This design comes from an exercise in tuning for small area, a short achievable clock period and few clock cycles per item on the open sky130 flow, not from production work. Function was checked by simulation only, so behaviour that the tests miss may differ from the original. Power is estimated from default activity; no workload was simulated.

**design/flow/run.sh**
```bash
#!/bin/bash
# synth_recipe.tcl (not shown) runs the flow's synth.tcl, then flattens the netlist and writes it again
# the make line also repeats each setting of config.mk as NAME=value (left out here)
make -C /OpenROAD-flow-scripts/flow DESIGN_CONFIG=/design/flow/config.mk WORK_HOME=/design/flow/orfs CLKGATE_MAP_FILE= SYNTH_SCRIPT=/design/flow/synth_recipe.tcl finish
```
**design/flow/config.mk**
```make
export PLATFORM = sky130hd
export DESIGN_NAME = ozhan_arith
export DESIGN_NICKNAME = ozhan_arith
export VERILOG_FILES = /design/flow/design.v
export SDC_FILE = /design/flow/constraint.sdc
export NUM_CORES = 4
export LEC_CHECK = 0
export CAP_MARGIN = 20
export CORE_MARGIN = 2
export CORE_UTILIZATION = 65
export GPL_TIMING_DRIVEN = 1
export PLACE_DENSITY = 0.85
export SETUP_SLACK_MARGIN = 5
export SLEW_MARGIN = 20
```
**design/flow/constraint.sdc**
```tcl
create_clock -name core_clock -period 11.5 [get_ports {clk}]
set_input_delay 2.3000 -clock core_clock [delete_from_list [all_inputs] [get_ports {clk}]]
set_output_delay 2.3000 -clock core_clock [all_outputs]
set_load 0.01 [all_outputs]
```
**design/flow/design.v**
```verilog
module ozhan_arith (
    input  wire        clk,
    input  wire        rst,         
    input  wire        in_valid,
    output wire        in_ready,
    input  wire [4:0]  op,
    input  wire [31:0] a,
    input  wire [3:0]  a_tag,
    input  wire [31:0] b,
    input  wire [3:0]  b_tag,
    output reg         out_valid,
    output reg  [31:0] r,           
    output reg  [3:0]  r_tag,
    output reg  [31:0] r2,          
    output reg  [3:0]  r2_tag,
    output reg         ov,
    output reg         sat,
    output reg         dz,
    output reg         tag_fault
);
    localparam OP_ADD  = 5'd0,  OP_SUB  = 5'd1,  OP_ADDS = 5'd2,  OP_SUBS = 5'd3;
    localparam OP_AND  = 5'd4,  OP_OR   = 5'd5,  OP_XOR  = 5'd6,  OP_SHL  = 5'd7;
    localparam OP_SHR  = 5'd8,  OP_SAR  = 5'd9,  OP_ROL  = 5'd10, OP_MIN  = 5'd11;
    localparam OP_MAX  = 5'd12, OP_CEQ  = 5'd13, OP_CLT  = 5'd14, OP_CLTU = 5'd15;
    localparam OP_TSET = 5'd16, OP_TCHK = 5'd17, OP_MULS = 5'd18, OP_MULU = 5'd19;
    localparam OP_DIVS = 5'd20, OP_DIVU = 5'd21;
    localparam T_RAW = 4'd0,  T_COUNT = 4'd1, T_TEMP = 4'd2,  T_PRES  = 4'd3;
    localparam T_FLOW = 4'd4, T_VOL   = 4'd5, T_TIME = 4'd6,  T_POWER = 4'd7;
    localparam T_ENERGY = 4'd8, T_FRAC = 4'd9, T_COND = 4'd10, T_STATE = 4'd11;
    localparam T_HANDLE = 4'd12, T_CURR = 4'd13, T_14 = 4'd14, T_POISON = 4'd15;
    localparam [31:0] MIN = 32'h8000_0000;
    localparam [31:0] MAX = 32'h7FFF_FFFF;
    function is_scalar(input [3:0] t);
        is_scalar = (t == T_COUNT) || (t == T_FRAC);
    endfunction
    function is_dim(input [3:0] t);
        is_dim = (t >= T_TEMP && t <= T_ENERGY) || (t == T_COND) || (t == T_CURR);
    endfunction
    function [4:0] tag_alu(input [3:0] ta, input [3:0] tb, input cmp);
        if (ta == T_POISON || tb == T_POISON)      tag_alu = {1'b0, T_POISON};
        else if (ta == T_14 || tb == T_14)         tag_alu = {1'b1, T_POISON};
        else if (ta == tb || ta == T_RAW || tb == T_RAW)
            tag_alu = {1'b0, cmp ? T_RAW : (ta == T_RAW ? tb : ta)};
        else                                        tag_alu = {1'b1, T_POISON};
    endfunction
    function [4:0] tag_shift(input [3:0] ta, input [3:0] tb);
        if (ta == T_POISON || tb == T_POISON)      tag_shift = {1'b0, T_POISON};
        else if (ta == T_14 || (tb != T_RAW && tb != T_COUNT))
                                                    tag_shift = {1'b1, T_POISON};
        else                                        tag_shift = {1'b0, ta};
    endfunction
    function [4:0] tag_mul(input [3:0] ta, input [3:0] tb);
        if (ta == T_POISON || tb == T_POISON)      tag_mul = {1'b0, T_POISON};
        else if (ta == T_14 || tb == T_14)         tag_mul = {1'b1, T_POISON};
        else if (ta == T_RAW)                      tag_mul = {1'b0, tb};
        else if (tb == T_RAW)                      tag_mul = {1'b0, ta};
        else if (is_scalar(ta) && is_scalar(tb))
            tag_mul = {1'b0, (ta == T_FRAC && tb == T_FRAC) ? T_FRAC : T_COUNT};
        else if (is_scalar(ta) && is_dim(tb))      tag_mul = {1'b0, tb};
        else if (is_scalar(tb) && is_dim(ta))      tag_mul = {1'b0, ta};
        else if ((ta == T_FLOW && tb == T_TIME) || (ta == T_TIME && tb == T_FLOW))
                                                    tag_mul = {1'b0, T_VOL};
        else if ((ta == T_POWER && tb == T_TIME) || (ta == T_TIME && tb == T_POWER))
                                                    tag_mul = {1'b0, T_ENERGY};
        else                                        tag_mul = {1'b1, T_POISON};
    endfunction
    function [4:0] tag_div(input [3:0] ta, input [3:0] tb);
        if (ta == T_POISON || tb == T_POISON)      tag_div = {1'b0, T_POISON};
        else if (ta == T_14 || tb == T_14)         tag_div = {1'b1, T_POISON};
        else if (ta == T_RAW)                      tag_div = {1'b0, tb};
        else if (tb == T_RAW)                      tag_div = {1'b0, ta};
        else if (ta == tb && (is_scalar(ta) || is_dim(ta)))
                                                    tag_div = {1'b0, T_FRAC};
        else if ((is_scalar(ta) || is_dim(ta)) && is_scalar(tb))
                                                    tag_div = {1'b0, ta};
        else if (ta == T_VOL && tb == T_TIME)      tag_div = {1'b0, T_FLOW};
        else if (ta == T_VOL && tb == T_FLOW)      tag_div = {1'b0, T_TIME};
        else if (ta == T_ENERGY && tb == T_TIME)   tag_div = {1'b0, T_POWER};
        else if (ta == T_ENERGY && tb == T_POWER)  tag_div = {1'b0, T_TIME};
        else                                        tag_div = {1'b1, T_POISON};
    endfunction
    function [1:0] mul_len(input [31:0] x, input sg);
        if (sg ? (&x[31:7]  || ~|x[31:7])  : ~|x[31:8])  mul_len = 2'd0;
        else if (sg ? (&x[31:15] || ~|x[31:15]) : ~|x[31:16]) mul_len = 2'd1;
        else if (sg ? (&x[31:23] || ~|x[31:23]) : ~|x[31:24]) mul_len = 2'd2;
        else                                                 mul_len = 2'd3;
    endfunction
    function [5:0] lead1(input [31:0] x);
        reg [15:0] v1, p1;
        reg [7:0]  v2;
        reg [15:0] p2;
        reg [3:0]  v3;
        reg [11:0] p3;
        reg [1:0]  v4;
        reg [7:0]  p4;
        integer i;
        begin
            for (i = 0; i < 16; i = i + 1) begin
                v1[i] = x[2*i+1] | x[2*i];
                p1[i] = x[2*i+1];
            end
            for (i = 0; i < 8; i = i + 1) begin
                v2[i] = v1[2*i+1] | v1[2*i];
                p2[2*i +: 2] = v1[2*i+1] ? {1'b1, p1[2*i+1]} : {1'b0, p1[2*i]};
            end
            for (i = 0; i < 4; i = i + 1) begin
                v3[i] = v2[2*i+1] | v2[2*i];
                p3[3*i +: 3] = v2[2*i+1] ? {1'b1, p2[2*(2*i+1) +: 2]} : {1'b0, p2[2*(2*i) +: 2]};
            end
            for (i = 0; i < 2; i = i + 1) begin
                v4[i] = v3[2*i+1] | v3[2*i];
                p4[4*i +: 4] = v3[2*i+1] ? {1'b1, p3[3*(2*i+1) +: 3]} : {1'b0, p3[3*(2*i) +: 3]};
            end
            lead1 = {v4[1] | v4[0], v4[1] ? {1'b1, p4[7:4]} : {1'b0, p4[3:0]}};
        end
    endfunction
    function [14:0] booth(input [7:0] c, input ext);
        reg [9:0] y;
        reg b2, b1, b0;
        integer j;
        begin
            y = {ext, ext, c};
            for (j = 0; j < 5; j = j + 1) begin
                b2 = y[2*j+1];
                b1 = y[2*j];
                b0 = (j == 0) ? 1'b0 : y[2*j-1];
                booth[j]      = b1 ^ b0;                                 
                booth[5 + j]  = (b2 & !b1 & !b0) | (!b2 & b1 & b0);      
                booth[10 + j] = b2 & !(b1 & b0);                         
            end
        end
    endfunction
    function [7:0] chunk_of(input [31:0] x, input [1:0] i);
        case (i)
            2'd0: chunk_of = x[7:0];
            2'd1: chunk_of = x[15:8];
            2'd2: chunk_of = x[23:16];
            default: chunk_of = x[31:24];
        endcase
    endfunction
    function [8:0] tag_op(input [4:0] o, input [3:0] ta, input [3:0] tb, input [3:0] bl);
        reg [4:0] t;
        begin
            case (o)
                OP_SHL, OP_SHR, OP_SAR, OP_ROL: t = tag_shift(ta, tb);
                OP_CEQ, OP_CLT, OP_CLTU:        t = tag_alu(ta, tb, 1'b1);
                OP_TSET:
                    if (ta == T_POISON || tb == T_POISON || bl == T_POISON)
                        t = {1'b0, T_POISON};
                    else if (bl == T_14)
                        t = {1'b1, T_POISON};
                    else
                        t = {1'b0, bl};
                OP_TCHK:
                    if (ta == T_POISON || tb == T_POISON)
                        t = {1'b0, T_POISON};
                    else if (ta == T_14 || bl == T_14)
                        t = {1'b1, T_POISON};
                    else if (ta == bl || ta == T_RAW)
                        t = {1'b0, ta};
                    else
                        t = {1'b1, T_POISON};
                OP_MULS, OP_MULU: t = tag_mul(ta, tb);
                OP_DIVS, OP_DIVU: t = tag_div(ta, tb);
                default:          t = tag_alu(ta, tb, 1'b0);
            endcase
            if (t[3:0] == T_POISON && (o == OP_MULS || o == OP_MULU || o == OP_DIVS || o == OP_DIVU))
                tag_op = {T_POISON, t};
            else if (o == OP_DIVS || o == OP_DIVU)
                tag_op = {ta, t};
            else
                tag_op = {T_RAW, t};
        end
    endfunction
    localparam [6:0] RST_WAIT = 7'd100;   
    reg        busy;            
    reg  [6:0] rwait;           
    reg        iv;              
    reg [4:0]  q_op;
    reg [31:0] qa, qb;          
    reg [3:0]  q_rt, q_r2t;     
    reg        q_tf;            
    reg        q_p;             
    reg        q_nn;            
    assign in_ready = !busy;
    wire accept = in_valid && !busy;
    wire       in_muls = (op == OP_MULS);
    wire       in_mul  = (op == OP_MULS) || (op == OP_MULU);
    wire       in_div  = (op == OP_DIVS) || (op == OP_DIVU);
    wire [1:0] len_a   = mul_len(a, in_muls);
    wire [1:0] len_b   = mul_len(b, in_muls);
    wire       a_short = (len_a < len_b);
    wire       in_swap = in_mul && a_short;
    wire [1:0] in_k    = a_short ? len_a : len_b;
    wire [7:0] in_ch   = chunk_of(a_short ? a : b, in_k);
    wire [14:0] in_bth = booth(in_ch, in_muls & in_ch[7]);
    wire [8:0] in_t    = tag_op(op, a_tag, b_tag, b[3:0]);
    wire       in_p    = (in_t[3:0] == T_POISON);
    wire       in_multi = !in_p && ((in_mul && in_k != 2'd0) || in_div);
    wire       in_nn   = (op == OP_DIVS) && (a[31] || b[31]) && !in_p;
    reg        s_first;         
    reg        s_mul;           
    reg        s_dnorm;         
    reg        s_diter;         
    reg        s_dfin;          
    reg        s_neg;           
    reg  [1:0] m_idx;           
    reg [14:0] m_bth;           
    reg  [4:0] cnt;             
    reg  [1:0] b3h;             
    reg        dneg_q, dneg_r, dov;
    wire x_mul  = (q_op == OP_MULS) || (q_op == OP_MULU);
    wire x_muls = (q_op == OP_MULS);
    wire x_div  = (q_op == OP_DIVS) || (q_op == OP_DIVU);
    wire x_divs = (q_op == OP_DIVS);
    wire d_neg    = s_first && q_nn;                        
    wire d_ld     = x_div && !q_p && ((s_first && !q_nn) || s_dnorm);    
    wire [33:0] d_r4  = {r2, qa[31:30]};
    wire a_sub = (q_op == OP_SUB) || (q_op == OP_SUBS) || (q_op == OP_MIN) ||
                 (q_op == OP_MAX) || (q_op == OP_CEQ) || (q_op == OP_CLT) ||
                 (q_op == OP_CLTU);
    wire a_ext = (q_op != OP_CLTU);
    wire       sa  = a_ext & qa[31];
    wire       sb  = a_ext & qb[31];
    wire [34:0] x1  = s_neg ? 35'd0 : s_diter ? {1'b0, d_r4} : {sa, sa, sa, qa};
    wire [34:0] y1  = s_neg ? {3'd0, qa} : s_diter ? {3'd0, qb} : {sb, sb, sb, qb};
    wire        i1  = a_sub || s_neg || s_diter;
    wire [34:0] s1  = x1 + (y1 ^ {35{i1}}) + {34'd0, i1};
    wire s_ovf = s1[32] != s1[31];
    wire s_lt  = s1[32];
    wire s_eq  = (s1[31:0] == 32'd0);
    wire [34:0] x2  = s_neg ? 35'd0 : s_diter ? {1'b0, d_r4} : {1'b0, qb, 2'b00};
    wire [34:0] y2  = s_diter ? {1'b0, b3h, r} : {3'd0, (s_dfin ? r2 : qb)};
    wire [34:0] s2  = x2 + ~y2 + 35'd1;
    wire [34:0] s3  = {1'b0, d_r4} - {2'b00, qb, 1'b0};
    wire        d_g3 = !s2[34];
    wire        d_g2 = !s3[34];
    wire        d_g1 = !s1[34];
    wire [31:0] d_rem = d_g3 ? s2[31:0] : d_g2 ? s3[31:0] : d_g1 ? s1[31:0] : d_r4[31:0];
    wire [1:0]  d_dig = {d_g3 | d_g2, d_g3 | (!d_g2 & d_g1)};
    wire [31:0] d_quo = {qa[29:0], d_dig};
    wire        d_z   = (qb == 32'd0);
    wire [5:0]  la  = lead1(qa);
    wire [5:0]  lb  = lead1(qb);
    wire [5:0]  nd  = {1'b0, la[4:0]} - {1'b0, lb[4:0]};
    wire        nz  = !la[5] || !lb[5] || nd[5];
    wire [4:0]  nh  = {1'b0, nd[4:1]} + 5'd1;
    wire [5:0]  n2  = nz ? 6'd0 : {nh, 1'b0};
    wire [4:0]  sh  = qb[4:0];
    wire        sh_left = (q_op == OP_SHL) || (q_op == OP_ROL);
    wire [4:0]  rot_amt = x_div ? n2[4:0] : (sh_left ? (5'd0 - sh) : sh);
    wire [5:0]  msk_amt = x_div ? n2 : {1'b0, sh};
    wire [63:0] rot2 = {qa, qa} >> rot_amt;
    wire [31:0] rot  = rot2[31:0];
    wire [31:0] mrt  = 32'hFFFF_FFFF >> msk_amt;        
    wire [31:0] mlt;                                     
    genvar gi;
    generate for (gi = 0; gi < 32; gi = gi + 1) begin : g_ml
        assign mlt[gi] = mrt[31 - gi];
    end endgenerate
    wire op_shl = (q_op == OP_SHL), op_shr = (q_op == OP_SHR);
    wire op_sar = (q_op == OP_SAR), op_rol = (q_op == OP_ROL);
    wire sh_big = |qb[7:5] && !op_rol;
    wire sh_fill = op_sar && qa[31];
    wire [31:0] sh_mask = op_shl ? mlt : op_rol ? 32'hFFFF_FFFF : mrt;
    wire [31:0] sh_res  = sh_big ? {32{sh_fill}} : ((rot & sh_mask) | ({32{sh_fill}} & ~sh_mask));
    wire op_and = (q_op == OP_AND), op_or = (q_op == OP_OR), op_xor = (q_op == OP_XOR);
    wire [31:0] lg_res = ({32{op_and}} & (qa & qb)) | ({32{op_or}} & (qa | qb)) |
                         ({32{op_xor}} & (qa ^ qb));
    wire op_mm  = (q_op == OP_MIN) || (q_op == OP_MAX) || (q_op == OP_TSET) || (q_op == OP_TCHK);
    wire pick_a = (q_op == OP_TSET) || (q_op == OP_TCHK) || (s_lt ^ (q_op == OP_MAX));
    wire [31:0] mm_res = pick_a ? qa : qb;
    wire op_as  = (q_op == OP_ADD) || (q_op == OP_SUB);
    wire op_sat = (q_op == OP_ADDS) || (q_op == OP_SUBS);
    wire op_cmp = (q_op == OP_CEQ) || (q_op == OP_CLT) || (q_op == OP_CLTU);
    wire cmp_bit = (q_op == OP_CEQ) ? s_eq : s_lt;
    wire sat_hit = op_sat && s_ovf;
    wire [31:0] alu_d =
        ({32{op_as || (op_sat && !s_ovf)}} & s1[31:0]) |
        ({32{sat_hit}} & (s1[32] ? MIN : MAX)) |
        ({32{op_shl || op_shr || op_sar || op_rol}} & sh_res) |
        lg_res |
        ({32{op_mm}} & mm_res) |
        {31'd0, op_cmp && cmp_bit};
    wire [32:0] m_x  = {x_muls & qa[31], qa};            
    wire [34:0] m_xs = {{2{m_x[32]}}, m_x};
    wire [63:0] m_row [0:4];
    genvar gj;
    generate for (gj = 0; gj < 5; gj = gj + 1) begin : g_booth
        wire [34:0] sel = ({35{m_bth[gj]}} & m_xs) | ({35{m_bth[5+gj]}} & {m_xs[33:0], 1'b0});
        wire [34:0] rw  = sel ^ {35{m_bth[10+gj]}};
        assign m_row[gj] = {29'd0, ~rw[34], rw[33:0]} << (2 * gj);
    end endgenerate
    wire [4:0]  m_neg = m_bth[14:10];
    localparam [63:0] M_K = 64'd0 - (64'd1 << 34) - (64'd1 << 36) - (64'd1 << 38)
                                  - (64'd1 << 40) - (64'd1 << 42);
    wire [63:0] m_e   = M_K | {55'd0, m_neg[4], 1'b0, m_neg[3], 1'b0, m_neg[2],
                                1'b0, m_neg[1], 1'b0, m_neg[0]};
    wire [63:0] m_acc = s_first ? 64'd0 : {r2[23:0], r, 8'd0};
    wire [63:0] c1s = m_acc ^ m_row[0] ^ m_row[1];
    wire [63:0] c1c = {(m_acc & m_row[0]) | (m_acc & m_row[1]) | (m_row[0] & m_row[1]), 1'b0};
    wire [63:0] c2s = m_row[2] ^ m_row[3] ^ m_row[4];
    wire [63:0] c2c = {(m_row[2] & m_row[3]) | (m_row[2] & m_row[4]) | (m_row[3] & m_row[4]), 1'b0};
    wire [63:0] c3s = c1s ^ c1c ^ c2s;
    wire [63:0] c3c = {(c1s & c1c) | (c1s & c2s) | (c1c & c2s), 1'b0};
    wire [63:0] c4s = c3s ^ c3c ^ c2c;
    wire [63:0] c4c = {(c3s & c3c) | (c3s & c2c) | (c3c & c2c), 1'b0};
    wire [63:0] c5s = c4s ^ c4c ^ m_e;
    wire [63:0] c5c = {(c4s & c4c) | (c4s & m_e) | (c4c & m_e), 1'b0};
    wire [63:0] m_sum = c5s + c5c;
    wire        m_last = (m_idx == 2'd0);
    wire [14:0] m_nbth = booth(chunk_of(qb, m_idx - 2'd1), 1'b0);
    wire fin_one  = s_first && (q_p || !(x_mul || x_div) || (x_mul && m_last));
    wire fin_mul  = s_mul && m_last;
    wire fin_dit  = s_diter && !dneg_q && !dneg_r && (cnt == 5'd1);
    wire fin      = iv && (fin_one || fin_mul || fin_dit || s_dfin);
    always @(posedge clk) begin
        if (q_p) begin
            r  <= 32'd0;
            r2 <= 32'd0;
        end else if (x_mul) begin
            {r2, r} <= m_sum;
        end else if (s_diter) begin
            if (cnt == 5'd1) r <= d_quo;
            r2 <= d_rem;
        end else if (s_dfin) begin
            r  <= d_z ? (!x_divs ? 32'hFFFF_FFFF : (dneg_r ? MIN : MAX))
                      : (dneg_q ? s1[31:0] : qa);
            r2 <= dneg_r ? s2[31:0] : r2;
        end else if (x_div) begin
            r  <= s2[31:0];
            r2 <= rot & mrt;
        end else begin
            r  <= alu_d;
            r2 <= 32'd0;
        end
        b3h       <= s_diter ? b3h : s2[33:32];
        r_tag     <= q_rt;
        r2_tag    <= q_r2t;
        tag_fault <= q_tf;
        ov  <= !q_p && (x_div ? dov : (op_as && s_ovf));
        sat <= !q_p && sat_hit;
        dz  <= !q_p && s_dfin && d_z;
    end
    always @(posedge clk) begin
        if (rst) begin
            busy      <= 1'b1;
            rwait     <= RST_WAIT;
            iv        <= 1'b0;
            s_first   <= 1'b0;
            s_mul     <= 1'b0;
            s_dnorm   <= 1'b0;
            s_diter   <= 1'b0;
            s_dfin    <= 1'b0;
            s_neg     <= 1'b0;
            out_valid <= 1'b0;
        end else begin
            out_valid <= fin;
            s_neg     <= 1'b0;
            if (rwait != 7'd0) begin
                rwait <= rwait - 7'd1;
                busy  <= (rwait != 7'd1);
            end
            if (fin) begin
                iv      <= 1'b0;
                s_first <= 1'b0;
                s_mul   <= 1'b0;
                s_dnorm <= 1'b0;
                s_diter <= 1'b0;
                s_dfin  <= 1'b0;
            end else if (iv) begin
                if (x_mul) begin
                    s_first <= 1'b0;
                    s_mul   <= 1'b1;
                    m_idx   <= m_idx - 2'd1;
                    m_bth   <= m_nbth;
                    busy    <= (m_idx != 2'd1);
                end
                if (d_neg) begin
                    if (qa[31]) qa <= s1[31:0];
                    if (qb[31]) qb <= s2[31:0];
                    dneg_q <= qa[31] != qb[31];
                    dneg_r <= qa[31];
                    dov    <= (qa == MIN) && (qb == 32'hFFFF_FFFF);
                    s_first <= 1'b0;
                    s_dnorm <= 1'b1;
                end
                if (d_ld) begin
                    qa <= rot & ~mrt;
                    cnt <= nh;
                    s_first <= 1'b0;
                    s_dnorm <= 1'b0;
                    if (s_first) begin
                        dneg_q <= 1'b0;
                        dneg_r <= 1'b0;
                        dov    <= 1'b0;
                    end
                    if (nz) begin
                        s_dfin <= 1'b1;
                        s_neg  <= 1'b1;
                        busy   <= 1'b0;
                    end else begin
                        s_diter <= 1'b1;
                        busy    <= s_dnorm || (n2 != 6'd2);
                    end
                end
                if (s_diter) begin
                    qa  <= d_quo;
                    cnt <= cnt - 5'd1;
                    if (!dneg_q && !dneg_r)
                        busy <= (cnt != 5'd2) && (cnt != 5'd1);
                    else begin
                        busy <= (cnt != 5'd1);
                        if (cnt == 5'd1) begin
                            s_diter <= 1'b0;
                            s_dfin  <= 1'b1;
                            s_neg   <= 1'b1;
                        end
                    end
                end
            end
            if (accept) begin
                iv      <= 1'b1;
                busy    <= in_multi;
                s_first <= 1'b1;
                q_op    <= op;
                qa      <= in_swap ? b : a;
                qb      <= in_swap ? a : b;
                q_rt    <= in_t[3:0];
                q_tf    <= in_t[4];
                q_r2t   <= in_t[8:5];
                q_p     <= in_p;
                q_nn    <= in_nn;
                s_neg   <= in_nn;
                m_idx   <= in_k;
                m_bth   <= in_bth;
            end
        end
    end
endmodule
```
==> flow_metrics.py, run 1 <==
metrics = {
    "synth": {
        "postSynthCellCount": 5187,
        "synth_area_leaders": "ha_1, edfxtp_1, mux2i_1",
        "async_reset_ff_share_pct": 0,
        "avgSynthCellArea_sq_um": 7.547,
        "synth_seq_cells": 198,
        "synthFlopType": "edfxtp_1",
        "synth_nets": 5713,
        "synth_commonest_cells": "nand2_1, a21oi_1, inv_1",
        "synth_area_leader_cell": "ha_1",
        "synth_warnings": 1,
        "synth_edf_count": 106,
        "synth_seq_area_share_pct": 12.84,
        "synth_top_cell_area_share_pct": 10.00,
        "yosysMostFrequentCell": "nand2_1",
        "synthesis.area_sq_um": 39150,
        "ys_types": 102,
    },
    "timing": {
        "grt-worst-endpoint": "r2[25]$_SDFFE_PP0P_/D",
        "worst_endpoint_kind": "register data pin",
    },
    "floorplanning": {
        "start_util_pct": 66.08,
        "die_x_um": 249.4,
        "dieHeight_um": 249.4,
        "pin_count": 158,
        "rows": 89,
    },
    "clock_tree": {
        "clockBufferDepth": 2,
        "root_buffer": "clkbuf_16",
        "cts_buffers": 17,
        "cts_sinks": 198,
        "htree_levels": 4,
    },
    "status": {
        "haltStage": "5_1_grt",
        "status": "aborted with a tool error",
        "stop_error": "[ERROR GRT-0232] Routing congestion too high. Check the congestion heatmap in the GUI.",
    },
    "placement": {
        "dp_hpwl_um": 150000,
        "port-buffer-count": 157,
        "place_ws_ns": 3.696,
        "gp_congestion": 1.221,
    },
    "global_route": {
        "grt_max_degree": 125,
        "grt.total_usage_pct": 80.90,
        "grt.overflow.total": 73,
    },
}
==> power by group through the flow <==
stage | Sequential (W) | Combinational, W | Clock (W)
3_3_place_gp | 0.000759 | 0.000123 | 0
2_1_floorplan | 0.000759 | 0.0000581 | 0
3_5_place_dp | 0.000760 | 0.000125 | 0
4_1_cts | 0.000743 | 0.000126 | 0.000643
==> per-layer routing <==
layer | overflow | global-route usage (%)
met5 | 0 | 51.51
met1 | 3 | 82.79
met3 | 4 | 70.01
met4 | 34 | 74.56
met2 | 32 | 92.91
==> per-stage QoR <==
stage | cell area [sq um] | cells | power [W]
after floorplan | 39150 | 5187 | 0.0008173
after global placement | 41070 | 5829 | 0.0008817
after detailed placement | 41110 | 5831 | 0.0008845
after CTS | 42840 | 5908 | 0.001512
==> logic make-up after synthesis <==
group	share of synthesized area (%)
AO/OA/AOI/OAI	26.64
XOR/XNOR	8.099
adder cells (fa/ha/maj)	16.81
buffers and inverters	8.320
flip-flops	12.84
multiplexers	10.12
other	0.009580
AND/OR/NAND/NOR	17.16
==> how the worst max path moves through the flow <==
stage	startpoint	endpoint	slack, ns	cells past startpoint
2_1_floorplan	qa[5]	r2[28]	5.17	25
3_3_place_gp	m_bth[8]	r2[28]	3.84	23
3_5_place_dp	m_bth[13]	r2[30]	3.70	24
4_1_cts	m_bth[3]	r2[30]	4.89	28
==> repair_timing <==
| action | in CTS |
|---|---|
| endpoints found under the setup margin | 114 |
| hold buffers | 0 |
| pin swaps | 20 |
| buffers inserted | 45 |
| resized for setup | 154 |
Testbench counts, summed over its fixed seeds: cycles 31,909, items 24,000.
==> run 2: changes to the inputs <==
--- a/design/flow/config.mk
+++ b/design/flow/config.mk
@@ -8,7 +8,6 @@
 export CAP_MARGIN = 20
 export CORE_MARGIN = 2
-export CORE_UTILIZATION = 65
-export GPL_TIMING_DRIVEN = 1
-export PLACE_DENSITY = 0.85
-export SETUP_SLACK_MARGIN = 5
+export CORE_UTILIZATION = 55
+export PLACE_DENSITY = 0.75
+export SETUP_SLACK_MARGIN = 4
 export SLEW_MARGIN = 20
==> run 2 against run 1 <==
The run now finishes clean; area after synthesis unchanged; synthesized cell count unchanged.
==> flow_metrics.py, run 2 <==
metrics = {
    "synth": {
        "yosysMostFrequentCell": "nand2_1",
        "avgSynthCellArea_sq_um": 7.547,
        "synth_edf_count": 106,
        "postSynthCellCount": 5187,
        "synth_commonest_cells": "nand2_1, a21oi_1, inv_1",
        "synth_nets": 5713,
        "synth_seq_cells": 198,
        "synthFlopType": "edfxtp_1",
        "synthesis.area_sq_um": 39150,
        "synth_area_leaders": "ha_1, edfxtp_1, mux2i_1",
        "synth_warnings": 1,
        "ys_types": 102,
        "synth_seq_area_share_pct": 12.84,
        "synth_top_cell_area_share_pct": 10.00,
        "synth_area_leader_cell": "ha_1",
        "async_reset_ff_share_pct": 0,
    },
    "job": {
        "max_cap_viol_count": 0,
    },
    "worst_setup_path": {
        "end_kind": "flip-flop",
        "critPathTopFamily": "simple AND/OR/NAND/NOR gates",
        "critPathBufInv": 2,
        "crit_path_max_fanout": 32,
        "max_stage_delay_ns": 0.88,
        "path_class": "reg2reg",
        "critPathArrivalTime_ns": 8.05,
        "cpMostUsedCell": "nand2_1",
        "startpoint_type": "flip-flop",
        "cp_cell_sequence": "nor4_1 > nand4_1 > inv_1 > o21a_2 > or2_1 > nand2_1 > fa_1 > ha_1 > nand2_1 > a2bb2oi_4 > buf_4 > o21ai_0 > o21ai_0 > mux2i_1 > nand2_1 > nand2_1 > a221oi_1 > nor3_1",
        "critPathSlowestCell": "a221oi_1",
        "crit_required_ns": 11.90,
    },
    "final_layout": {
        "drive_gt1_share_pct": 7.479,
        "final_cell_mix": "nand2_1, a21oi_1, inv_1",
        "layout_commonest_cell": "nand2_1",
        "syn2layout_area_growth_pct": 8.611,
        "fin_area_sq_um": 42520,
        "fin_nets": 5634,
    },
    "routing": {
        "dr.pass1.iters": 14,
        "drcViolationCount": 0,
        "drt-initial-drc-count": 8387,
        "dr_total_vias": 45757,
        "vias_per_cell": 7.530,
        "wl_per_cell_um": 35.16,
        "wl_um": 213700,
        "antenna_left": 0,
    },
    "global_route": {
        "grt.overflow.total": 0,
        "grt.total_usage_pct": 56.46,
        "grt_max_degree": 96,
        "antenna_found_initial": 22,
        "grt_pass1_wl_um": 300700,
        "grt_pass1_vias": 42262,
    },
    "timing": {
        "tightestPinTransition_ns": 1.317,
        "max_freq_mhz": 130.7,
        "fin_crit_sh_pct": 66.54,
        "slew_viol_final": 0,
        "rsz0062_at_grt": "yes",
        "period_needed_ns": 7.652,
        "hold_viol_final": 0,
        "slew_headroom_pct": 11.61,
        "setup_tns_ns": 0,
        "setup_violations": 0,
        "finClkSkew_ns": 0.01765,
    },
    "clock_tree": {
        "cts_buffers": 17,
        "cts_sinks": 198,
        "clock_latency_ns": 0.54,
        "postCtsHoldBufs": 0,
        "htree_levels": 4,
        "clkSlewWorstSetupHoldPaths_ns": 0.10,
        "clockBufferDepth": 2,
        "root_buffer": "clkbuf_16",
        "cts_tree": "yes",
    },
    "floorplanning": {
        "dieArea_sq_um": 73320,
        "start_util_pct": 55.71,
        "die_x_um": 270.8,
        "rows": 97,
        "dieHeight_um": 270.8,
        "fp.coreArea_sq_um": 70270,
        "pin_count": 158,
    },
    "status": {
        "status": "timing/DRC/antenna clean",
    },
    "placement": {
        "dpl-instance-area_sq_um": 41430,
        "dp_hpwl_um": 156900,
        "gp_congestion": 1.179,
        "port-buffer-count": 157,
    },
    "power_and_ir_drop": {
        "power_density_nw_per_um2": 36.91,
        "peakVddDrop_v": 0.0001318,
        "leakage_nw": 18.39,
    },
    "hold_path": {
        "hp-class": "reg2reg",
    },
}
run 2: cells by family after synthesis:
group	Yosys count	share of synthesized area, %
compound gates	1564	26.64
simple gates	1439	17.16
buf+inv	808	8.320
fa+ha+maj	446	16.81
mux	369	10.12
xor+xnor	362	8.099
flops	198	12.84
other cells	1	0.009580
run 2: power by group:
group | internal, W | leakage (nW) | total [W] | switching, W
combinational | 0.0000545 | 16.4 | 0.000138 | 0.0000832
sequential | 0.000740 | 1.72 | 0.000743 | 0.00000280
clock | 0.000298 | 0.286 | 0.000689 | 0.000390
total | 0.00109 | 18.4 | 0.00157 | 0.000476
run 2: repair_timing:
item,in CTS,in global routing
cloned,1,0
endpoints found under the setup margin,45,96
buffers inserted,2,14
gates resized for setup,11,44
pin swaps,0,2
run 2: worst paths after layout:
kind,from,end,slack (ns),cells after the start
hold / removal,q_rt[3],r_tag[3],0.35,0
setup reg to reg,qb[23],r2[30],3.85,18
setup / recovery,qb[23],r2[30],3.85,18
hold reg to reg,q_rt[3],r_tag[3],0.35,0
run 2: cell type report:
| cell class | instances | area (sq um) |
|---|---|---|
| Antenna cell | 16 | 40.04 |
| Clock buffer | 18 | 439.2 |
| Clock inverter | 14 | 155.1 |
| Fill cell | 6432 | 27760 |
| Inverter | 375 | 1413 |
| Multi-Input combinational cell | 4182 | 31300 |
| Sequential cell | 198 | 5035 |
| Tap cell | 940 | 1176 |
| Timing Repair Buffer | 334 | 2962 |
run 2: per-stage QoR:
step                worst slack [ns]  cells  utilization [%]  total power [W]  hold slack, ns
floorplan                      5.165   5187                -        0.0008173          0.3233
global placement               3.351   6011            58.92        0.0008876          0.3263
detailed placement             3.567   6012            58.96        0.0008882          0.3278
CTS                            4.011   6047            59.92         0.001552          0.3489
global route                   3.952   6062            60.45         0.001585          0.3547
finish                         3.848   6077            60.50         0.001569          0.3480
run 2: worst reg2reg max path, cell delays in order, from the launching register on:
cell and delay [ns]:
edfxtp_1 0.62, nor4_1 0.63, nand4_1 0.36, inv_1 0.38, o21a_2 0.41, or2_1 0.21
nand2_1 0.09, fa_1 0.80, ha_1 0.40, nand2_1 0.40, a2bb2oi_4 0.55, buf_4 0.53
o21ai_0 0.17, o21ai_0 0.17, mux2i_1 0.16, nand2_1 0.09, nand2_1 0.50, a221oi_1 0.90
nor3_1 0.14
run 2: routing by layer:
layer	GRT usage, %	share of wire, %
met1	65.94	34
met3	27.07	17
met4	47.48	11
met5	0.9868	0.034
met2	77.07	38
==> run 3: changes to the inputs <==
--- a/design/flow/design.v
+++ b/design/flow/design.v
@@ -183,4 +183,5 @@
     reg        q_p;             
     reg        q_nn;            
+    reg [5:0]  q_la, q_lb;      
     assign in_ready = !busy;
     wire accept = in_valid && !busy;
@@ -199,4 +200,10 @@
     wire       in_multi = !in_p && ((in_mul && in_k != 2'd0) || in_div);
     wire       in_nn   = (op == OP_DIVS) && (a[31] || b[31]) && !in_p;
+    wire       in_na   = (op == OP_DIVS) && a[31];
+    wire       in_nb   = (op == OP_DIVS) && b[31];
+    wire [5:0] in_pa   = lead1(in_na ? ~a : a);
+    wire [5:0] in_pb   = lead1(in_nb ? ~b : b);
+    wire [5:0] in_la   = (in_pa[5] ? {1'b0, in_pa[4:0]} + 6'd1 : 6'd0) + {5'd0, in_na};
+    wire [5:0] in_lb   = in_pb[5] ? {1'b0, in_pb[4:0]} + 6'd1 : {5'd0, in_nb};
     reg        s_first;         
     reg        s_mul;           
@@ -210,15 +217,8 @@
     reg  [1:0] b3h;             
     reg        dneg_q, dneg_r, dov;
-    wire x_mul  = (q_op == OP_MULS) || (q_op == OP_MULU);
-    wire x_muls = (q_op == OP_MULS);
-    wire x_div  = (q_op == OP_DIVS) || (q_op == OP_DIVU);
-    wire x_divs = (q_op == OP_DIVS);
+    reg  x_mul, x_div, x_divs, m_sg, a_sub, a_ext, sh_left;
     wire d_neg    = s_first && q_nn;                        
     wire d_ld     = x_div && !q_p && ((s_first && !q_nn) || s_dnorm);    
     wire [33:0] d_r4  = {r2, qa[31:30]};
-    wire a_sub = (q_op == OP_SUB) || (q_op == OP_SUBS) || (q_op == OP_MIN) ||
-                 (q_op == OP_MAX) || (q_op == OP_CEQ) || (q_op == OP_CLT) ||
-                 (q_op == OP_CLTU);
-    wire a_ext = (q_op != OP_CLTU);
     wire       sa  = a_ext & qa[31];
     wire       sb  = a_ext & qb[31];
@@ -241,12 +241,9 @@
     wire [31:0] d_quo = {qa[29:0], d_dig};
     wire        d_z   = (qb == 32'd0);
-    wire [5:0]  la  = lead1(qa);
-    wire [5:0]  lb  = lead1(qb);
-    wire [5:0]  nd  = {1'b0, la[4:0]} - {1'b0, lb[4:0]};
-    wire        nz  = !la[5] || !lb[5] || nd[5];
-    wire [4:0]  nh  = {1'b0, nd[4:1]} + 5'd1;
+    wire [6:0]  nd  = {1'b0, q_la} - {1'b0, q_lb} + 7'd1;
+    wire        nz  = (q_lb == 6'd0) || nd[6] || (nd == 7'd0);
+    wire [4:0]  nh  = nd[5:1] + {4'd0, nd[0]};
     wire [5:0]  n2  = nz ? 6'd0 : {nh, 1'b0};
     wire [4:0]  sh  = qb[4:0];
-    wire        sh_left = (q_op == OP_SHL) || (q_op == OP_ROL);
     wire [4:0]  rot_amt = x_div ? n2[4:0] : (sh_left ? (5'd0 - sh) : sh);
     wire [5:0]  msk_amt = x_div ? n2 : {1'b0, sh};
@@ -283,5 +280,5 @@
         ({32{op_mm}} & mm_res) |
         {31'd0, op_cmp && cmp_bit};
-    wire [32:0] m_x  = {x_muls & qa[31], qa};            
+    wire [32:0] m_x  = {m_sg, qa};                       
     wire [34:0] m_xs = {{2{m_x[32]}}, m_x};
     wire [63:0] m_row [0:4];
@@ -425,4 +422,13 @@
                 s_first <= 1'b1;
                 q_op    <= op;
+                x_mul   <= in_mul;
+                x_div   <= in_div;
+                x_divs  <= (op == OP_DIVS);
+                m_sg    <= in_muls && (in_swap ? b[31] : a[31]);
+                a_sub   <= (op == OP_SUB) || (op == OP_SUBS) || (op == OP_MIN) ||
+                           (op == OP_MAX) || (op == OP_CEQ) || (op == OP_CLT) ||
+                           (op == OP_CLTU);
+                a_ext   <= (op != OP_CLTU);
+                sh_left <= (op == OP_SHL) || (op == OP_ROL);
                 qa      <= in_swap ? b : a;
                 qb      <= in_swap ? a : b;
@@ -432,4 +438,6 @@
                 q_p     <= in_p;
                 q_nn    <= in_nn;
+                q_la    <= in_la;
+                q_lb    <= in_lb;
                 s_neg   <= in_nn;
                 m_idx   <= in_k;
--- a/design/flow/config.mk
+++ b/design/flow/config.mk
@@ -9,5 +9,7 @@
 export CORE_MARGIN = 2
 export CORE_UTILIZATION = 55
+export GPL_TIMING_DRIVEN = 1
 export PLACE_DENSITY = 0.75
-export SETUP_SLACK_MARGIN = 4
+export SETUP_SLACK_MARGIN = 5
 export SLEW_MARGIN = 20
+export TNS_END_PERCENT = 0
==> run 3 against run 2 <==
Hold slack got worse by 0.0057 ns; die area grew 6.9%; critical endpoint is now r2[5]; area after synthesis up 7.0%; sequential share of layout area rose by 0.37 points; cell count grew 8.2%; power is 30% higher; combinational power up about 50%; global-route usage grew 3.4 points; largest cell class unchanged; still clean on timing, DRC and antenna; register-to-register slack better by 0.91 ns; maximum frequency grew 13%.
==> flow_metrics.py, run 3 <==
metrics = {
    "synth": {
        "synth_nets": 6179,
        "avgSynthCellArea_sq_um": 7.428,
        "synth_edf_count": 125,
        "yosys.area_share.simple_pct": 18.55,
        "synth_top_cell_area_share_pct": 9.736,
        "synth-compound-area-share_pct": 28.74,
        "synth_area_leaders": "ha_1, edfxtp_1, mux2i_1",
        "synth_seq_area_share_pct": 13.36,
        "synth_commonest_cells": "nand2_1, a21oi_1, nor2_1",
        "synth_top_family_by_area": "compound AO/OA/AOI/OAI gates",
        "async_reset_ff_share_pct": 0,
        "synth_area_leader_cell": "ha_1",
        "ys_types": 115,
        "postSynthCellCount": 5640,
        "synthFlopType": "edfxtp_1",
        "synth.mux.area_fraction_pct": 7.702,
        "synth-xor-area-share_pct": 7.553,
        "synthesis.area_sq_um": 41900,
        "yosysMostFrequentCell": "nand2_1",
        "synth_warnings": 1,
        "synth-adder-area-share_pct": 16.09,
        "synth_seq_cells": 217,
    },
    "power_and_ir_drop": {
        "p_comb_share_pct": 10.2,
        "power_density_nw_per_um2": 44.32,
        "p_sw_share_pct": 29.80,
        "clkPwrFrac_pct": 49.4,
        "intPower_w": 0.001428,
        "p_seq_share_pct": 40.4,
        "leakage_nw": 19.06,
        "total_power_w": 0.002034,
        "peakVddDrop_v": 0.0001154,
        "netSwitchingPower_w": 0.0006061,
    },
    "hold_path": {
        "worstHoldStart": "q_rt[3]",
        "hp-class": "reg2reg",
    },
    "routing": {
        "dr.pass1.iters": 15,
        "dr_total_vias": 51556,
        "antenna_left": 0,
        "drt-initial-drc-count": 9737,
        "wl_per_cell_um": 37.18,
        "drcViolationCount": 0,
        "wl_um": 244500,
        "vias_per_cell": 7.841,
    },
    "clock_tree": {
        "root_buffer": "clkbuf_16",
        "cts_sinks": 217,
        "cts_tree": "yes",
        "clockBufferDepth": 3,
        "clkSlewWorstSetupHoldPaths_ns": 0.07,
        "htree_levels": 1,
        "clock_latency_ns": 0.65,
        "cts_buffers": 29,
        "postCtsHoldBufs": 0,
    },
    "timing": {
        "hold_viol_final": 0,
        "slew_headroom_pct": 7.964,
        "tightestPinTransition_ns": 1.342,
        "period_needed_ns": 6.746,
        "slew_viol_final": 0,
        "finClkSkew_ns": 0.04715,
        "setup_violations": 0,
        "fin_crit_sh_pct": 58.66,
        "setup_ws_ns": 4.754,
        "rsz0062_at_grt": "yes",
        "setup_tns_ns": 0,
        "max_freq_mhz": 148.2,
    },
    "final_layout": {
        "layout_commonest_cell": "nand2_1",
        "fin_util_pct": 60.62,
        "drive_gt1_share_pct": 7.723,
        "final_cell_mix": "nand2_1, a21oi_1, nor2_1",
        "syn2layout_area_growth_pct": 9.533,
        "fin_nets": 6084,
    },
    "global_route": {
        "met2_usage_pct": 80.57,
        "grt_pass1_wl_um": 339500,
        "grtUsageMet3_pct": 31.80,
        "grt_pass1_vias": 46568,
        "grtUsageMet1_pct": 66.89,
        "grt_max_degree": 68,
        "antenna_found_initial": 32,
        "grt.overflow.total": 0,
        "top_usage_layer": "met2",
        "grt.total_usage_pct": 59.88,
    },
    "placement": {
        "place_ws_ns": 3.658,
        "gp_congestion": 1.209,
        "dp_hpwl_um": 182200,
        "port-buffer-count": 157,
    },
    "floorplanning": {
        "fp.coreArea_sq_um": 75700,
        "die_x_um": 280,
        "start_util_pct": 55.35,
        "rows": 101,
        "dieArea_sq_um": 78400,
        "dieHeight_um": 280,
        "pin_count": 158,
    },
    "worst_setup_path": {
        "max_stage_delay_ns": 0.84,
        "startpoint_type": "flip-flop",
        "path_class": "reg2reg",
        "crit_path_max_fanout": 30,
        "end_kind": "flip-flop",
        "cp_cell_sequence": "ha_1 > inv_1 > ha_1 > fa_1 > xor2_1 > nor3b_1 > o221a_2 > o31a_1 > buf_4 > mux2i_1 > a21oi_1 > a32oi_1 > mux2i_1 > nor3_1 > nor3_1 > a2111oi_1",
        "critPathArrivalTime_ns": 7.23,
        "crit_required_ns": 11.99,
        "critPathLaunch": "q_lb[1]",
        "timing.rr.start": "q_lb[1]",
        "critPathSlowestCell": "a32oi_1",
    },
    "job": {
        "max_cap_viol_count": 0,
    },
    "status": {
        "status": "timing/DRC/antenna clean",
    },
}
[run 3: per-layer routing]
layer	up-vias	routed length, um
li1	20457	-
met1	23845	78880
met2	5300	91780
met3	1929	42180
met4	25	31300
met5	-	339
[run 3: final timing paths]
kind / end / slack (ns) / depth (start not counted)
setup / recovery: r2[5] / 4.75 / 16
hold / removal: r_tag[3] / 0.34 / 0
setup reg to reg: r2[5] / 4.75 / 16
hold reg to reg: r_tag[3] / 0.34 / 0
[run 3: final cells by class]
cell class	count	area [sq um]
Tap cell	978	1224
Fill cell	6686	29810
Sequential cell	217	5605
Timing Repair Buffer	362	3219
Timing Repair inverter	1	5.005
Antenna cell	29	72.57
Inverter	351	1328
Clock buffer	31	754.5
Multi-Input combinational cell	4583	33440
Clock inverter	23	246.5
[run 3: stage by stage]
| step | area, sq um | cells | hold WS (ns) |
|---|---|---|---|
| 2_1_floorplan | 41900 | 5640 | 0.3233 |
| 3_3_place_gp | 44180 | 6463 | 0.3252 |
| 3_5_place_dp | 44180 | 6463 | 0.3269 |
| 4_1_cts | 45300 | 6522 | 0.3419 |
| 5_1_grt | 45820 | 6548 | 0.3557 |
| 6_report | 45890 | 6575 | 0.3423 |
[run 3: cell families (layout without fill, tap and decap cells)]
logic type	Yosys count	after routing
flops	217	217
simple gates	1650	1650
fa+ha+maj	459	459
mux	308	308
other cells	1	30
buf+inv	840	768
xor+xnor	358	358
compound gates	1807	1807
[run 3: power by group through the flow]
| stage | Combinational (W) | Clock [W] | Sequential (W) |
|---|---|---|---|
| 2_1_floorplan | 0.000109 | 0 | 0.000838 |
| 3_3_place_gp | 0.000190 | 0 | 0.000838 |
| 3_5_place_dp | 0.000193 | 0 | 0.000838 |
| 4_1_cts | 0.000195 | 0.000978 | 0.000822 |
| 5_1_grt | 0.000217 | 0.00101 | 0.000822 |
| 6_report | 0.000207 | 0.00101 | 0.000821 |
[run 3: repair_timing]
action                     in CTS  in global routing
pin swaps                       0                  6
setup endpoints to repair     115                115
gates resized for setup        11                 54
buffers inserted                5                 21
gates cloned                    0                  1
[run 3: critical path, delay by kind of cell, from the launching register on]
kind                       cells  cell delay [ns]
xor gates and xnor gates       1             0.23
AOI/OAI and AO/OA              5             2.22
muxes                          2             0.87
adders and majority gates      3             1.04
DFF                            1             0.46
buffers and inverters          2             0.40
and+or+nand+nor                3             1.30
Testbench counts of run 3, summed over its fixed seeds: cycles 31,931, items 24,000.
==> run 4: changes to the inputs <==
--- a/design/flow/design.v
+++ b/design/flow/design.v
@@ -283,16 +283,28 @@
     wire [34:0] m_xs = {{2{m_x[32]}}, m_x};
     wire [63:0] m_row [0:4];
+    wire [4:0]  m_one = m_bth[4:0];
+    wire [4:0]  m_two = {1'b0, m_bth[8:5]};
+    wire [4:0]  m_neg = {1'b0, m_bth[13:10]};
     genvar gj;
     generate for (gj = 0; gj < 5; gj = gj + 1) begin : g_booth
-        wire [34:0] sel = ({35{m_bth[gj]}} & m_xs) | ({35{m_bth[5+gj]}} & {m_xs[33:0], 1'b0});
-        wire [34:0] rw  = sel ^ {35{m_bth[10+gj]}};
-        assign m_row[gj] = {29'd0, ~rw[34], rw[33:0]} << (2 * gj);
+        wire [34:0] sel = ({35{m_one[gj]}} & m_xs) | ({35{m_two[gj]}} & {m_xs[33:0], 1'b0});
+        wire [34:0] rw  = sel ^ {35{m_neg[gj]}};
+        if (gj == 0) begin : g_r0
+            assign m_row[gj] = {29'd0, ~rw[34], rw[33:0]};
+        end else begin : g_rn
+            assign m_row[gj] = ({29'd0, ~rw[34], rw[33:0]} << (2 * gj)) |
+                               ({63'd0, m_neg[gj-1]} << (2 * gj - 2));
+        end
     end endgenerate
-    wire [4:0]  m_neg = m_bth[14:10];
-    localparam [63:0] M_K = 64'd0 - (64'd1 << 34) - (64'd1 << 36) - (64'd1 << 38)
-                                  - (64'd1 << 40) - (64'd1 << 42);
-    wire [63:0] m_e   = M_K | {55'd0, m_neg[4], 1'b0, m_neg[3], 1'b0, m_neg[2],
-                                1'b0, m_neg[1], 1'b0, m_neg[0]};
-    wire [63:0] m_acc = s_first ? 64'd0 : {r2[23:0], r, 8'd0};
+    reg  [63:0] m_k0;
+    always @(*) begin
+        case (m_idx)
+            2'd0: m_k0 = 64'hFFFF_FAAC_0000_0000;
+            2'd1: m_k0 = 64'hFFFF_FAA6_AC00_0000;
+            2'd2: m_k0 = 64'hFFFF_FAA6_A6AC_0000;
+            default: m_k0 = 64'hFFFF_FAA6_A6A6_AC00;
+        endcase
+    end
+    wire [63:0] m_acc = s_first ? m_k0 : {r2[23:0], r, 8'd0};
     wire [63:0] c1s = m_acc ^ m_row[0] ^ m_row[1];
     wire [63:0] c1c = {(m_acc & m_row[0]) | (m_acc & m_row[1]) | (m_row[0] & m_row[1]), 1'b0};
@@ -303,7 +315,5 @@
     wire [63:0] c4s = c3s ^ c3c ^ c2c;
     wire [63:0] c4c = {(c3s & c3c) | (c3s & c2c) | (c3c & c2c), 1'b0};
-    wire [63:0] c5s = c4s ^ c4c ^ m_e;
-    wire [63:0] c5c = {(c4s & c4c) | (c4s & m_e) | (c4c & m_e), 1'b0};
-    wire [63:0] m_sum = c5s + c5c;
+    wire [63:0] m_sum = c4s + c4c;
     wire        m_last = (m_idx == 2'd0);
     wire [14:0] m_nbth = booth(chunk_of(qb, m_idx - 2'd1), 1'b0);
--- a/design/flow/config.mk
+++ b/design/flow/config.mk
@@ -6,9 +6,9 @@
 export NUM_CORES = 4
 export LEC_CHECK = 0
-export CAP_MARGIN = 20
+export CAP_MARGIN = 30
 export CORE_MARGIN = 2
-export CORE_UTILIZATION = 55
+export CORE_UTILIZATION = 45
 export GPL_TIMING_DRIVEN = 1
-export PLACE_DENSITY = 0.75
+export PLACE_DENSITY = 0.65
 export SETUP_SLACK_MARGIN = 5
 export SLEW_MARGIN = 20
==> run 4 against run 3 <==
Setup slack worse by 0.22 ns; sequential power is 0.5% lower; sequential cell count is 1 lower; count of clock-buffer cells in the layout is 10 higher; still clean on timing, DRC and antenna; power is 9.0% higher; cell count is 1.6% higher; clock power is 19% higher; largest power group unchanged; hold slack worse by 0.0062 ns; largest cell class unchanged; combinational power is 3% lower; area after synthesis is 1.9% lower; design area is 0.20% higher.
==> flow_metrics.py, run 4 <==
metrics = {
    "status": {
        "status": "timing/DRC/antenna clean",
    },
    "synth": {
        "synth_area_leaders": "edfxtp_1, ha_1, mux2i_1",
        "synthFlopType": "edfxtp_1",
        "synth_seq_cells": 216,
        "synth_seq_area_share_pct": 13.54,
        "synth_area_leader_cell": "edfxtp_1",
        "synth_warnings": 1,
        "yosysMostFrequentCell": "nand2_1",
        "async_reset_ff_share_pct": 0,
        "synth_edf_count": 124,
        "synthesis.area_sq_um": 41090,
        "synth_nets": 5955,
        "ys_types": 95,
        "postSynthCellCount": 5470,
        "synth_top_cell_area_share_pct": 9.061,
        "avgSynthCellArea_sq_um": 7.513,
        "synth_commonest_cells": "nand2_1, a21oi_1, clkbuf_1",
    },
    "timing": {
        "setup_tns_ns": 0,
        "tightestPinTransition_ns": 1.356,
        "fin_crit_sh_pct": 60.60,
        "setup_violations": 0,
        "period_needed_ns": 6.969,
        "finClkSkew_ns": 0.04860,
        "slew_viol_final": 0,
        "slew_headroom_pct": 9.201,
        "whs_ns": 0.3362,
        "max_freq_mhz": 143.5,
        "hold_viol_final": 0,
        "rsz0062_at_grt": "yes",
    },
    "final_layout": {
        "fin_nets": 5898,
        "drive_gt1_share_pct": 9.083,
        "layout_commonest_cell": "nand2_1",
        "syn2layout_area_growth_pct": 11.89,
        "fin_area_sq_um": 45980,
        "final_cell_mix": "nand2_1, a21oi_1, nor2_1",
    },
    "worst_setup_path": {
        "path_class": "reg2reg",
        "timing.rr.start": "s_diter",
        "rr_worst_depth": 16,
        "critPathArrivalTime_ns": 7.42,
        "r2r-end": "r[4]",
        "crit_path_end": "r[4]",
        "end_kind": "flip-flop",
        "crit_path_max_fanout": 50,
        "startpoint_type": "flip-flop",
        "crit_required_ns": 11.95,
        "ff2ff_setup_slack_ns": 4.53,
        "critPathLaunch": "s_diter",
    },
    "routing": {
        "dr.pass1.iters": 15,
        "wl_per_cell_um": 42.34,
        "wl_um": 282900,
        "dr_total_vias": 52158,
        "antenna_left": 0,
        "drt-initial-drc-count": 9901,
        "vias_per_cell": 7.806,
        "drcViolationCount": 0,
    },
    "placement": {
        "gp_congestion": 1.232,
        "port-buffer-count": 157,
        "dpl-instance-area_sq_um": 44030,
        "dp_hpwl_um": 209200,
    },
    "clock_tree": {
        "root_buffer": "clkbuf_16",
        "clockBufferDepth": 3,
        "cts_buffers": 34,
        "cts_sinks": 216,
        "cts_tree": "yes",
        "clock_latency_ns": 0.65,
        "clkSlewWorstSetupHoldPaths_ns": 0.07,
        "htree_levels": 2,
    },
    "floorplanning": {
        "fp.coreArea_sq_um": 90290,
        "rows": 110,
        "start_util_pct": 45.52,
        "pin_count": 158,
        "dieArea_sq_um": 93760,
        "dieHeight_um": 306.2,
        "die_x_um": 306.2,
    },
    "global_route": {
        "grt.total_usage_pct": 58.08,
        "grt_pass1_wl_um": 379000,
        "grt.overflow.total": 0,
        "grt_max_degree": 88,
        "antenna_found_initial": 75,
        "grt_pass1_vias": 45619,
    },
    "job": {
        "max_cap_viol_count": 0,
    },
    "hold_path": {
        "hp-class": "reg2reg",
        "worstHoldStart": "q_r2t[0]",
    },
    "power_and_ir_drop": {
        "leakage_nw": 18.46,
        "peakVddDrop_v": 0.0001155,
        "power_density_nw_per_um2": 48.19,
    },
}
==> run 4: changes by cell type after synthesis, sizes merged, moves of 28 or more <==
cell	before	now
nand2	577	482
a21oi	498	417
o22ai	69	131
ha	326	272
clkbuf	379	417
inv	349	317
mux2i	274	306
xnor2	193	164
xor2	164	136
==> run 4: how the worst min path moves through the flow <==
stage | endpoint | depth (start not counted) | slack (ns)
floorplan | r2_tag[0] | 0 | 0.32
global placement | r_tag[3] | 0 | 0.32
detailed placement | r_tag[3] | 0 | 0.33
CTS | r_tag[3] | 0 | 0.34
global route | r_tag[1] | 0 | 0.34
finish | r2_tag[0] | 0 | 0.34
==> run 4: timing repair <==
item	CTS	global route
setup buffers	0	11
pin swaps	0	1
endpoints found under the hold margin	0	0
endpoints found under the setup margin	70	78
gates resized for setup	3	31
hold buffers	0	0
==> run 4: worst max-delay path: stages (launching register included) <==
cell and delay [ns]:
dfxtp_4 0.49, inv_6 0.39, clkbuf_8 0.46, nand2_1 0.12, a21oi_2 0.53, ha_1 0.44
and2_1 0.24, a2111oi_1 0.63, nor4_1 0.21, a311oi_1 0.66, o211ai_1 0.37, a32o_1 0.40
nor2_4 0.08, buf_4 0.62, mux2i_1 0.26, a22o_1 0.15, o31a_1 0.58
==> run 4: final cells by class <==
class	instances	area, sq um
Antenna cell	67	167.7
Clock buffer	41	917.1
Clock inverter	21	289.0
Fill cell	8869	44310
Inverter	318	1199
Multi-Input combinational cell	4418	32570
Sequential cell	216	5577
Tap cell	1176	1471
Timing Repair Buffer	425	3795
==> run 4: layer usage <==
layer	wire length, um	track usage (%)	vias up
met5	1356	10.18	-
met4	32480	49.61	62
met3	48990	34.77	1806
met2	102900	74.96	5542
met1	97160	66.03	24565
li1	-	-	20183
==> run 4: cell families (layout without fill, tap and decap cells) <==
family | Yosys count | after routing | synth area share (%)
compound gates | 1809 | 1809 | 29.63
simple gates | 1540 | 1540 | 18.01
buf+inv | 836 | 805 | 8.081
fa+ha+maj | 405 | 405 | 14.76
mux | 363 | 363 | 9.524
xor+xnor | 301 | 301 | 6.452
flops | 216 | 216 | 13.54
other cells | 0 | 67 | 0
==> run 4: where the power goes <==
group,internal [W],switching (W)
Clock,0.000693,0.000506
Combinational,0.0000746,0.000126
Sequential,0.000814,0.00000258
==> run 4: through the flow <==
stage          std cells  power (W)  worst slack, ns  utilization, %
3_3_place_gp        6504   0.001021            4.281           48.55
6_report            6682   0.002216            4.531           50.93
4_1_cts             6582   0.002181            4.748           50.12
5_1_grt             6637   0.002226            4.880           50.80
2_1_floorplan       5470  0.0009413            5.343               -
3_5_place_dp        6520   0.001022            4.117           48.77
Testbench counts of run 4, summed over its fixed seeds: cycles 31,931, items 24,000.

## afterwards: timing with drivers on the ports
No port has a modelled driver above. Below, the same layouts with a new extraction and two added sets of constraints. Step 1, drivers: a clkbuf_16 drives clk and a buf_2 each remaining input, both assumed. Step 2 moves the port delays by t, midway between the first and last clock arrival at a register: inputs arrive t later, outputs are due t later. That takes back most of the time a late clock gives input paths. a / b / c = no drivers / after step 1 / after step 2; a / b = the first two.
run	shift t [ns]	slack for setup (ns)	latest minus earliest clock arrival (ns)	worst data-port slew with drivers (ns)	cell pins on the clock port's net
run 2	0.603	3.848 / 3.848 / 3.744	0.018 / 0.018	0.05	1
run 3	0.696	4.754 / 4.754 / 4.457	0.047 / 0.047	0.04	1
run 4	0.691	4.531 / 4.531 / 4.477	0.049 / 0.049	0.07	1
After both steps setup and hold are still met in every run listed. The setup slack of run 3, which loses most, moves by 0.000 ns with the drivers and by -0.297 ns with both steps.
